This design comes from an exercise in tuning for small area, a short achievable clock period and few clock cycles per item on the open sky130 flow, not from production work.
Function was checked by simulation only, so behaviour that the tests miss may differ from the original.

==> inputs of job 6629 <==
==> flow/design.v (excerpt) <==
module sfl_frame_check (
    input  wire         clk,
    input  wire         rst,             
    input  wire         start,           
    input  wire [383:0] frame,           
    input  wire [31:0]  cid,
    input  wire [1:0]   conn_state,      
    input  wire [15:0]  last_seq,        
    input  wire [15:0]  connect_seq,     
    output wire         ready,
    output reg          done,
    output wire         accept,
    output wire         ok_a,
    output wire         ok_b,
    output reg          hdr_ok,
    output reg          seq_ok,
    output wire         restart,
    output wire [7:0]   lost,
    output wire [3:0]   conn,
    output wire [7:0]   kind,
    output wire [15:0]  seq,
    output wire [15:0]  echo
);
==> flow/config.mk <==
export PLATFORM = sky130hd
export DESIGN_NAME = sfl_frame_check
export DESIGN_NICKNAME = sfl_frame_check
export VERILOG_FILES = /design/flow/design.v
export SDC_FILE = /design/flow/constraint.sdc
export NUM_CORES = 4
export LEC_CHECK = 0
export CAP_MARGIN = 20
export CORE_MARGIN = 2
export CORE_UTILIZATION = 40
export SLEW_MARGIN = 20
==> flow/constraint.sdc <==
create_clock -name core_clock -period 10.0 [get_ports {clk}]
set_input_delay 2.0000 -clock core_clock [delete_from_list [all_inputs] [get_ports {clk}]]
set_output_delay 2.0000 -clock core_clock [all_outputs]
set_load 0.01 [all_outputs]
standard.sh (not shown) runs the stock make flow with config.mk's settings and CLKGATE_MAP_FILE= SYNTH_SCRIPT=/design/flow/synth_recipe.tcl, a recipe that flattens the netlist after the stock synthesis.
==> flow/flow/run.sh <==
#!/bin/bash
set -euo pipefail
MARGIN="${FLOW_SETUP_MARGIN:-6}"
bash standard.sh finish \
  "BUFFER_PORTS_ARGS=-buffer_cell sky130_fd_sc_hd__buf_1" \
  "SETUP_SLACK_MARGIN=${MARGIN}" > flow_make.log 2>&1
==> job 7099 (differences from job 6629) <==
- CORE_UTILIZATION: 40 -> 30
==> job 1596 (differences from job 6629) <==
--- a/flow/flow/run.sh
+++ b/flow/flow/run.sh
@@ -2,3 +2,3 @@
 set -euo pipefail
-MARGIN="${FLOW_SETUP_MARGIN:-6}"
+MARGIN="${FLOW_SETUP_MARGIN:-5}"
 bash standard.sh finish \
- CORE_UTILIZATION: 40 -> 30
- TNS_END_PERCENT: unset -> 0
==> results.cfg <==
[global_routing]
grt_pass1_vias = 28300
grtUsageMet2_pct = 73.3
grtUsageTotal_pct = 51.1

[floorplan]
start_util_pct = 30.1
die_h_um = 290

[outcome]
status = timing/DRC/antenna clean

[place]
gp_congestion = 1.09
dpl.hpwl_um = 184000
pre_cts_ws_ns = 4.10

[clock_network]
postCtsSetupRepairBufs = 452
-- figures above: job 7099

==> results.cfg <==
[outcome]
status = timing/DRC/antenna clean

[global_routing]
grtUsageMet2_pct = 70.7
grt_pass1_vias = 24700
grtUsageTotal_pct = 47.8

[floorplan]
die_h_um = 290
rows = 105

[clock_network]
postCtsSetupRepairBufs = 2

[place]
pre_cts_ws_ns = 3.95
gp_congestion = 1.11
dpl.hpwl_um = 181000
-- figures above: job 1596

==> results.cfg <==
[place]
gp_congestion = 1.28

[outcome]
lastStage = global routing (5_1_grt)
status = stopped before the end
toolErrorMsg = [ERROR GRT-0116] Global routing finished with congestion. Check the congestion regions in the DRC Viewer.

[floorplan]
die_h_um = 252

[global_routing]
grtUsageTotal_pct = 72.5
grtUsageMet2_pct = 85.8

[clock_network]
postCtsSetupRepairBufs = 389
-- figures above: job 6629

Testbench counts of job 6629, summed over its fixed seeds: cycles 16,000, frames 3,200.
Testbench counts of job 7099, summed over its fixed seeds: cycles 16,000, frames 3,200.
Testbench counts of job 1596, summed over its fixed seeds: cycles 16,000, frames 3,200.

* * *

==> build 92: inputs <==
sfl_frame_check, a different RTL version from the one above (not shown whole).
==> flow/config.mk <==
export PLATFORM = sky130hd
export DESIGN_NAME = sfl_frame_check
export DESIGN_NICKNAME = sfl_frame_check
export VERILOG_FILES = /design/flow/design.v
export SDC_FILE = /design/flow/constraint.sdc
export NUM_CORES = 4
export LEC_CHECK = 0
export CAP_MARGIN = 20
export CORE_MARGIN = 2
export CORE_UTILIZATION = 35
export SLEW_MARGIN = 20
export TNS_END_PERCENT = 0
==> flow/constraint.sdc <==
create_clock -name core_clock -period 10.0 [get_ports {clk}]
set_input_delay 2.0000 -clock core_clock [delete_from_list [all_inputs] [get_ports {clk}]]
set_output_delay 2.0000 -clock core_clock [all_outputs]
set_load 0.01 [all_outputs]
==> flow/flow/run.sh <==
#!/bin/bash
set -euo pipefail
MARGIN="${FLOW_SETUP_MARGIN:-5}"
bash standard.sh finish \
  "BUFFER_PORTS_ARGS=-buffer_cell sky130_fd_sc_hd__buf_1" \
  "SETUP_SLACK_MARGIN=${MARGIN}" > flow_make.log 2>&1
==> build 84 (differences from build 92) <==
--- a/flow/flow/run.sh
+++ b/flow/flow/run.sh
@@ -2,3 +2,3 @@
 set -euo pipefail
-MARGIN="${FLOW_SETUP_MARGIN:-5}"
+MARGIN="${FLOW_SETUP_MARGIN:-6}"
 bash standard.sh finish \
--- a/flow/config.mk
+++ b/flow/config.mk
@@ -9,3 +9,3 @@
 export CORE_MARGIN = 2
-export CORE_UTILIZATION = 35
+export CORE_UTILIZATION = 30
 export SLEW_MARGIN = 20
==> summary of the runs <==
- Build 84 produced a clean layout. Build 92 completed without violations.
- Between build 92 and build 84, the lower non-clock buffer count is in build 92 (gap 224).
- Between build 92 and build 84, the lower clock skew is in build 84 (gap 0.0072 ns).
- Between build 92 and build 84, the lower cell count is in build 92 (gap 7.7%, measured against build 84).
- Flip-flop and latch count is the same in build 84 and build 92.
- Between build 84 and build 92, the lower first-iteration DRC count is in build 84 (gap about 15%, measured against build 92).
- In synthesized area, build 92 and build 84 do not differ.
- Worst setup slack: build 92 is worse than build 84 (0.74 ns).
- Against build 84, the die area of build 92 is smaller by about 14%.
Testbench counts of build 92, summed over its fixed seeds: cycles 16,000, frames 3,200.
Testbench counts of build 84, summed over its fixed seeds: cycles 16,000, frames 3,200.

[afterwards: timing with drivers on the ports]
In the flow no input, the clock included, has a driving cell. The finished layouts below were timed again as built, in two steps. Step 1 (the two cells are an assumption about what drives the block):
set clk [get_ports {clk}]
set_driving_cell -lib_cell sky130_fd_sc_hd__clkbuf_16 $clk
set_driving_cell -lib_cell sky130_fd_sc_hd__buf_2 [delete_from_list [all_inputs] $clk]
Step 2 moves the port delays by t, midway between the first and last clock arrival at a register: inputs arrive t later, outputs are due t later. That takes back most of the time a late clock gives input paths. Slacks: ideal ports / drivers / drivers and shift; pairs: ideal ports / drivers.
| run | shift t [ns] | setup slack, ns | slew at the worst register clock pin (ns) |
|---|---|---|---|
| job 7099 | 0.495 | 5.423 / 5.450 / 4.955 | 0.10 / 0.10 |
| job 1596 | 0.489 | 4.370 / 4.410 / 3.921 | 0.10 / 0.10 |
| build 92 | 0.463 | 4.610 / 4.649 / 4.186 | 0.11 / 0.11 |
| build 84 | 0.467 | 5.354 / 5.393 / 4.927 | 0.10 / 0.10 |
After both steps every run listed still meets setup and hold. The setup slack of job 7099, which loses most, moves by +0.027 ns with the drivers and by -0.468 ns with both steps.
